Context: an optimization exercise on an open-source flow, tuned for small area and a short achievable clock period. The choices shown serve that exercise and are no tape-out recipe. The RTL was checked by simulation tests, not by an equivalence proof against the original design.

==> design/flow/design.v <==
module block_quantiser (
    input  wire         clk,
    input  wire         rst,            
    input  wire         in_valid,
    input  wire [511:0] in_data,        
    input  wire [1:0]   in_fmt,         
    input  wire [2:0]   in_esc_shift,   
    input  wire [31:0]  in_outlier,     
    input  wire         in_blight,
    output reg          out_valid,
    output reg  [15:0]  out_scale,      
    output reg  [255:0] out_codes,      
    output reg  [1:0]   out_esc_count,
    output reg  [4:0]   out_esc0_pos,
    output reg  [15:0]  out_esc0_val,
    output reg  [4:0]   out_esc1_pos,
    output reg  [15:0]  out_esc1_val
);
    reg         s0_valid;
    reg [511:0] s0_data;
    reg [1:0]   s0_fmt;
    reg [2:0]   s0_shift;
    reg [31:0]  s0_outlier;
    reg         s0_blight;
    always @(posedge clk) begin
        if (rst) s0_valid <= 1'b0;
        else     s0_valid <= in_valid;
        s0_data    <= in_data;
        s0_fmt     <= in_fmt;
        s0_shift   <= in_esc_shift;
        s0_outlier <= in_outlier;
        s0_blight  <= in_blight;
    end
    reg [14:0] mag    [0:31];
    reg [31:0] live;        
    reg [31:0] nonfin;      
    reg [31:0] cand;        
    integer i;
    always @* begin
        for (i = 0; i < 32; i = i + 1) begin
            live[i]   = ~s0_outlier[i];
            nonfin[i] = live[i] & (s0_data[16*i+14 -: 8] == 8'hFF);
            cand[i]   = live[i] & ~nonfin[i];
            if (s0_data[16*i+14 -: 8] == 8'h00)
                mag[i] = 15'd0;
            else
                mag[i] = s0_data[16*i+14 -: 15];
        end
    end
    function [5:0] popcount32(input [31:0] v);
        integer k;
        begin
            popcount32 = 6'd0;
            for (k = 0; k < 32; k = k + 1)
                popcount32 = popcount32 + {5'd0, v[k]};
        end
    endfunction
    wire [5:0] nf_count   = popcount32(nonfin);
    wire [5:0] cand_count = popcount32(cand);
    wire [14:0] top_mag [0:3];
    wire [4:0]  top_idx [0:3];
    wire        top_ok  [0:3];
    wire [31:0] avail   [0:4];
    wire [479:0] mag_flat;
    genvar g;
    generate
        for (g = 0; g < 32; g = g + 1) begin : g_flat
            assign mag_flat[15*g +: 15] = mag[g];
        end
    endgenerate
    assign avail[0] = cand;
    generate
        for (g = 0; g < 4; g = g + 1) begin : g_rank
            wire [14:0] best_mag;
            bq_max32 u_max (
                .mags  (mag_flat),
                .ok    (avail[g]),
                .mag   (best_mag),
                .idx   (top_idx[g]),
                .valid (top_ok[g])
            );
            assign top_mag[g] = top_ok[g] ? best_mag : 15'd0;
            assign avail[g+1] = avail[g] & ~(top_ok[g] ? (32'd1 << top_idx[g]) : 32'd0);
        end
    endgenerate
    function exceeds(input [14:0] big, input [14:0] nxt, input [2:0] shift);
        reg [9:0] nexp;
        begin
            if (nxt == 15'd0)
                exceeds = (big != 15'd0);
            else begin
                nexp = {2'b00, nxt[14:7]} + {6'd0, shift} + 10'd1;
                exceeds = ({2'b00, big[14:7], big[6:0]} > {nexp, nxt[6:0]});
            end
        end
    endfunction
    reg        nonfinite_block;
    reg        promote;
    reg [1:0]  added;           
    reg [31:0] esc_set;
    reg [14:0] amax;            
    reg        stop;
    integer    k;
    always @* begin
        nonfinite_block = (nf_count > 6'd2);
        promote = 1'b0;
        added   = 2'd0;
        stop    = 1'b0;
        for (k = 0; k < 3; k = k + 1) begin
            if (!stop && !promote) begin
                if (cand_count < k + 2)
                    stop = 1'b1;
                else if (exceeds(top_mag[k], top_mag[k+1], s0_shift)) begin
                    if (nf_count + k < 2)
                        added = added + 2'd1;
                    else
                        promote = 1'b1;
                end else
                    stop = 1'b1;
            end
        end
        esc_set = nonfin;
        if (!promote) begin
            if (added >= 2'd1) esc_set[top_idx[0]] = 1'b1;
            if (added >= 2'd2) esc_set[top_idx[1]] = 1'b1;
        end
        if (promote)
            amax = top_mag[0];
        else
            amax = top_mag[added];
    end
    reg [6:0]  qmax;
    reg [1:0]  fmt_eff;
    wire [7:0] sc_e;
    wire [3:0] sc_m;
    always @* begin
        fmt_eff = promote ? 2'd3 : s0_fmt;
        case (fmt_eff)
            2'd0: qmax = 7'd7;
            2'd1: qmax = 7'd3;
            2'd2: qmax = 7'd1;
            default: qmax = 7'd127;
        endcase
    end
    bq_scale u_scale (
        .amax (amax),
        .qmax (qmax),
        .e    (sc_e),
        .m    (sc_m)
    );
    reg         s1_valid;
    reg [511:0] s1_data;
    reg [31:0]  s1_live;
    reg [31:0]  s1_esc;
    reg [1:0]   s1_fmt;
    reg         s1_promote;
    reg         s1_nonfinite;
    reg         s1_blight;
    reg [7:0]   s1_e;
    reg [3:0]   s1_m;
    always @(posedge clk) begin
        if (rst) s1_valid <= 1'b0;
        else     s1_valid <= s0_valid;
        s1_data      <= s0_data;
        s1_live      <= live;
        s1_esc       <= esc_set;
        s1_fmt       <= fmt_eff;
        s1_promote   <= promote;
        s1_nonfinite <= nonfinite_block;
        s1_blight    <= s0_blight;
        s1_e         <= sc_e;
        s1_m         <= sc_m;
    end
    wire [6:0] qmag [0:31];
    generate
        for (g = 0; g < 32; g = g + 1) begin : g_code
            bq_code u_code (
                .x (s1_data[16*g+14 -: 15]),
                .e (s1_e),
                .m (s1_m),
                .q (qmag[g])
            );
        end
    endgenerate
    reg [255:0] codes;
    reg [7:0]   code8;
    integer     j;
    always @* begin
        codes = 256'd0;
        for (j = 0; j < 32; j = j + 1) begin
            if (!s1_live[j] || s1_nonfinite)
                code8 = 8'h00;
            else if (s1_esc[j])
                code8 = 8'h80;                        
            else
                code8 = s1_data[16*j+15] ? -{1'b0, qmag[j]} : {1'b0, qmag[j]};
            case (s1_fmt)
                2'd0: codes[4*j +: 4] = {code8[7], code8[2:0]};
                2'd1: codes[3*j +: 3] = {code8[7], code8[1:0]};
                2'd2: codes[2*j +: 2] = {code8[7], code8[0]};
                default: codes[8*j +: 8] = code8;
            endcase
        end
    end
    reg [1:0]  esc_n;
    reg [4:0]  p0, p1;
    reg [15:0] v0, v1;
    function [15:0] esc_value(input [15:0] x);
        begin
            if (x[14:7] == 8'hFF && x[6:0] != 7'd0)
                esc_value = 16'h7FC0;                 
            else
                esc_value = x;
        end
    endfunction
    always @* begin
        esc_n = 2'd0;
        p0 = 5'd0;
        p1 = 5'd0;
        if (!s1_nonfinite) begin
            for (j = 31; j >= 0; j = j - 1) begin
                if (s1_esc[j]) begin
                    p1 = p0;
                    p0 = j[4:0];
                    esc_n = esc_n + 2'd1;
                end
            end
        end
        v0 = (esc_n >= 2'd1) ? esc_value(s1_data[16*p0 +: 16]) : 16'd0;
        v1 = (esc_n >= 2'd2) ? esc_value(s1_data[16*p1 +: 16]) : 16'd0;
        if (esc_n < 2'd2) p1 = 5'd0;
    end
    always @(posedge clk) begin
        if (rst) out_valid <= 1'b0;
        else     out_valid <= s1_valid;
        if (s1_nonfinite) begin
            out_scale <= {8'hFF, 4'd0, 1'b0, 1'b0, s1_blight, 1'b0};
            out_codes <= 256'd0;
        end else begin
            out_scale <= {s1_e, s1_m, (esc_n != 2'd0), s1_promote, s1_blight, 1'b0};
            out_codes <= codes;
        end
        out_esc_count <= esc_n;
        out_esc0_pos  <= p0;
        out_esc0_val  <= v0;
        out_esc1_pos  <= p1;
        out_esc1_val  <= v1;
    end
endmodule
module bq_max32 (
    input  wire [479:0] mags,
    input  wire [31:0]  ok,
    output wire [14:0]  mag,
    output wire [4:0]   idx,
    output wire         valid
);
    wire [14:0] t_mag [0:62];
    wire [4:0]  t_idx [0:62];
    wire        t_ok  [0:62];
    genvar g, l;
    generate
        for (g = 0; g < 32; g = g + 1) begin : g_leaf
            assign t_mag[g] = mags[15*g +: 15];
            assign t_idx[g] = g;
            assign t_ok[g]  = ok[g];
        end
        for (l = 1; l < 6; l = l + 1) begin : g_level
            for (g = 0; g < (32 >> l); g = g + 1) begin : g_node
                localparam integer N = 64 - (64 >> l) + g;
                localparam integer A = 64 - (128 >> l) + 2 * g;
                wire right = t_ok[A+1] && (!t_ok[A] || t_mag[A+1] > t_mag[A]);
                assign t_mag[N] = right ? t_mag[A+1] : t_mag[A];
                assign t_idx[N] = right ? t_idx[A+1] : t_idx[A];
                assign t_ok[N]  = t_ok[A] | t_ok[A+1];
            end
        end
    endgenerate
    assign mag   = t_mag[62];
    assign idx   = t_idx[62];
    assign valid = t_ok[62];
endmodule
module bq_scale (
    input  wire [14:0] amax,
    input  wire [6:0]  qmax,
    output reg  [7:0]  e,
    output reg  [3:0]  m
);
    wire [22:0]  rhs = {8'd0, 1'b1, amax[6:0], 7'd0};    
    wire [143:0] ok;                                     
    genvar gd, gm;
    generate
        for (gd = 0; gd < 9; gd = gd + 1) begin : g_d
            for (gm = 0; gm < 16; gm = gm + 1) begin : g_m
                wire [11:0] prod = (12'd16 + gm) * {5'd0, qmax};
                assign ok[16*gd + gm] = ({11'd0, prod} << (gd + 3)) >= rhs;
            end
        end
    endgenerate
    reg [3:0]  dsel;
    reg [4:0]  msel;
    reg [15:0] row;
    reg signed [10:0] e_new;
    integer k;
    always @* begin
        dsel = 4'd0;
        for (k = 0; k < 9; k = k + 1)
            dsel = dsel + {3'd0, ~ok[16*k + 15]};
        row  = ok[16*dsel +: 16];
        msel = 5'd0;
        for (k = 0; k < 16; k = k + 1)
            msel = msel + {4'd0, ~row[k]};
        e_new = $signed({3'b000, amax[14:7]}) + $signed({7'd0, dsel}) - 11'sd7;
        e = 8'd0;
        m = 4'd0;
        if (amax[14:7] != 8'd0) begin
            if (e_new > 11'sd254) begin
                e = 8'd254;
                m = 4'd15;
            end else if (e_new < 11'sd1) begin
                e = 8'd1;
                m = 4'd0;
            end else begin
                e = e_new[7:0];
                m = msel[3:0];
            end
        end
    end
endmodule
module bq_code (
    input  wire [14:0] x,       
    input  wire [7:0]  e,
    input  wire [3:0]  m,
    output reg  [6:0]  q
);
    reg signed [10:0] t;
    reg [17:0] rem;
    reg [17:0] trial;
    reg [4:0]  den;
    integer b;
    always @* begin
        q     = 7'd0;
        den   = 5'd16 + {1'b0, m};
        t     = $signed({3'b000, x[14:7]}) - $signed({3'b000, e}) + 11'sd2;
        rem   = 18'd0;
        trial = 18'd0;
        if (x[14:7] != 8'd0 && e != 8'd0 && t >= 0) begin
            rem = ({10'd0, 1'b1, x[6:0]} << t) + {9'd0, den, 4'd0};
            for (b = 6; b >= 0; b = b - 1) begin
                trial = {8'd0, den, 5'd0} << b;
                if (rem >= trial) begin
                    rem  = rem - trial;
                    q[b] = 1'b1;
                end
            end
        end
    end
endmodule
==> design/flow/run.sh <==
#!/bin/bash
# synth_recipe.tcl (not shown) runs the flow's synth.tcl, then flattens the netlist and writes it again
# the make line also repeats each setting of config.mk as NAME=value (left out here)
make -C /OpenROAD-flow-scripts/flow DESIGN_CONFIG=/design/flow/config.mk WORK_HOME=/design/flow/orfs CLKGATE_MAP_FILE= SYNTH_SCRIPT=/design/flow/synth_recipe.tcl finish
==> design/flow/config.mk <==
export PLATFORM = sky130hd
export DESIGN_NAME = block_quantiser
export DESIGN_NICKNAME = block_quantiser
export VERILOG_FILES = /design/flow/design.v
export SDC_FILE = /design/flow/constraint.sdc
export NUM_CORES = 8
export LEC_CHECK = 0
export CAP_MARGIN = 20
export CORE_MARGIN = 2
export CORE_UTILIZATION = 25
export PLACE_DENSITY = 0.45
export SLEW_MARGIN = 20
==> design/flow/constraint.sdc <==
create_clock -name core_clock -period 75.0 [get_ports {clk}]
set_input_delay 15.0000 -clock core_clock [delete_from_list [all_inputs] [get_ports {clk}]]
set_output_delay 15.0000 -clock core_clock [all_outputs]
set_load 0.01 [all_outputs]
==> impl_metrics.toml <==
[job]
cap_violations = 0

[final_layout]
drive_gt1_frac = 0.0860
final_area_sq_um = 279000
final_util = 0.291
final_common_cell = "nand2_1"
nNetsFinal = 36600
mostFrequentLayoutCells = "nand2_1, ha_1, a21oi_1"
instances_no_fill = 46900
layout-area-overhead-vs-synth_pct = 16.0

[setup_path]
cp-start-kind = "flop"
slowest_delay_ns = 0.97
cp_top_family = "compound AO/OA/AOI/OAI gates"
critPathMaxFanout = 29
cp_common_cell = "o21ai_0"
cp.buffers_inverters = 28
critical_path_required_ns = 75.95
cp.arrival_ns = 72.79
criticalPathCategory = "reg -> reg"
cp-end-kind = "flop"
cp_slowest_cell = "nor4_2"

[timing]
final_max_slew_viol_count = 0
setup_slack_ns = 3.17
hold_violations = 0
max_freq_mhz = 13.9
rsz0062_at_grt = "false"
period_needed_ns = 71.83
holdWs_ns = 0.325
layout_worst_path_cycle_share = 0.958
fin_setup_tns_ns = 0
relSlewSlack = 0.00146
setup_violations = 0
tightest_slew_ns = 1.50
clock-skew-final_ns = 0.138

[synth]
synth_top_area_share = 0.140
synth-edff-count = 0
syn_avg_cell_area_sq_um = 7.47
synth_warnings = 6
synth_largest_area_cell = "ha_1"
synth_cell_types = 134
syn_nets = 35800
ys_seq_area_frac = 0.122
synthesis.area_sq_um = 241000
ys_top_cells_by_area = "ha_1, dfxtp_1, mux2i_1"
synth-seq-cells = 1461
synth_flop_cell = "dfxtp_1"
synthCells = 32200
async_reset_ff_frac = 0

[floorplan]
dieArea_sq_um = 970000
die_h_um = 985
start_util = 0.251
io_pins = 870
die_w_um = 985
coreArea_sq_um = 960000
rows = 360

[placement]
place_hpwl_um = 1340000
dp_worst_setup_slack_ns = 2.89
place_inst = 45700
gp_congestion = 1.10
port_buffers = 868
place_area_sq_um = 269000

[grt]
grt_pass1_vias = 250000
grt_pass1_wl_um = 2110000
grt_overflow = 0
grt_start_max_net_pins = 117
antenna_found_initial = 447
grt.total_usage = 0.310

[clock_tree]
clock-sinks = 1461
clk_pin_slew_ns = 0.06
cts_made_buffers = 197
htree_levels = 4
clock_latency_ns = 1.08
cts_hold_buf = 0
clk_path_buf_depth = 4
cts_root_buf = "clkbuf_16"
cts_tree = "done"

[drt]
route.detailed.drc = 0
wl_um = 1590000
via_count = 276000
postRouteAntennaNets = 0
drt_iter0_drc = 36000
drtPass1Iterations = 10
routedWlPerCell_um = 33.9
routed_via_density = 5.88

[outcome]
status = "no timing/DRC/antenna violations"

[worst_hold_path]
hold_class = "reg -> reg"
[area by class of cell]
class / instances / area [sq um]
Clock inverter: 125 / 1670
Inverter: 2120 / 8000
Multi-Input combinational cell: 27300 / 200000
Antenna cell: 881 / 2200
Sequential cell: 1461 / 29300
Clock buffer: 241 / 5390
Fill cell: 104000 / 681000
Timing Repair Buffer: 1905 / 16600
Tap cell: 12900 / 16100
[path summary, 6_finish.rpt]
kind	startpoint	end	slack (ns)	depth (start not counted)
setup / recovery	s0_data[455]	s1_m[1]	3.17	286
hold reg to reg	s0_data[367]	s1_data[367]	0.33	0
hold / removal	s0_data[367]	s1_data[367]	0.33	0
setup reg to reg	s0_data[455]	s1_m[1]	3.17	286
[layer usage]
layer | track usage | part of all wire | up-vias
met2 | 0.441 | 0.40 | 15700
met3 | 0.0818 | 0.10 | 3450
li1 | - | - | 122000
met1 | 0.396 | 0.41 | 135000
met4 | 0.241 | 0.088 | 106
met5 | 0 | 0.00051 | -
[registers in the layout, indices dropped and copies added (netlist names), 2 cells and up]
| register | count |
|---|---|
| out_esc1_val | 16 |
| s0_outlier | 32 |
| s0_fmt | 2 |
| s0_data | 512 |
| s0_shift | 3 |
| out_esc0_pos | 5 |
| out_esc0_val | 16 |
| s1_m | 4 |
| s1_live | 32 |
| s1_esc | 32 |
| s1_fmt | 2 |
| out_esc_count | 2 |
| s1_data | 512 |
| out_scale | 15 |
| out_codes | 256 |
| s1_e | 8 |
| out_esc1_pos | 5 |
[worst register-to-register path: cells and delay by family (launching register included)]
family / cells / cell delay (ns)
AO/OA/AOI/OAI: 134 / 29.49
flip-flops: 1 / 0.48
AND/OR/NAND/NOR: 70 / 14.02
XOR/XNOR: 1 / 0.09
adder cells (fa/ha/maj): 38 / 14.14
multiplexers: 15 / 7.91
buffers and inverters: 28 / 5.51
[cell usage after synthesis (141+ instances only)]
| master | count |
|---|---|
| clkbuf_1 | 1097 |
| o31ai_1 | 240 |
| o211ai_1 | 415 |
| o21bai_1 | 141 |
| a21o_1 | 826 |
| xor2_1 | 570 |
| o21ai_0 | 2018 |
| mux2_2 | 610 |
| dfxtp_1 | 1461 |
| a21oi_1 | 2175 |
| a311oi_1 | 163 |
| nor2_1 | 2168 |
| nand2_1 | 2846 |
| nor4_1 | 362 |
| nand4_1 | 614 |
| inv_1 | 2102 |
| xnor2_1 | 795 |
| or2_2 | 218 |
| or3_1 | 231 |
| nor2b_1 | 829 |
| a31oi_1 | 384 |
| nand2b_1 | 712 |
| a211oi_1 | 449 |
| nand3_1 | 925 |
| nor3_1 | 710 |
| fa_1 | 323 |
| o22ai_1 | 217 |
| and2_1 | 416 |
| a21boi_0 | 152 |
| mux2i_1 | 1683 |
| o21a_1 | 501 |
| ha_1 | 2700 |
| and3_1 | 300 |
[cell families after synthesis]
family / share of synthesized area
compound gates: 0.261
other cells: 0.0000156
fa+ha+maj: 0.168
mux: 0.112
simple gates: 0.231
flops: 0.122
xor+xnor: 0.0530
buf+inv: 0.0536
[repair_timing]
item | CTS | global route
resized for setup | 0 | 20
endpoints found under the setup margin | 0 | 7
endpoints found under the hold margin | 0 | 0
buffers inserted | 0 | 6

==> what the ideal ports hide <==
How much do the figures lean on ideal ports? The routed layout below was timed once more, with nothing changed but the port constraints.
Step 1 assumes that a clkbuf_16 drives the clock port and a buf_2 every other input.
Step 2, shift: input delay + t, output delay - t, t = (earliest + latest rising clock arrival at the registers) / 2. This alone moves slack from input paths to output paths.
Slacks: ideal / step 1 / step 2; pairs: ideal / step 1.
t (ns): 1.113
setup slack, ns: 3.167 / 3.167 / 3.167
slew at the worst register clock pin (ns): 0.08 / 0.08
After both steps this run still meets setup and hold. The setup slack of this run moves by 0.000 ns with the drivers and by 0.000 ns with both steps.
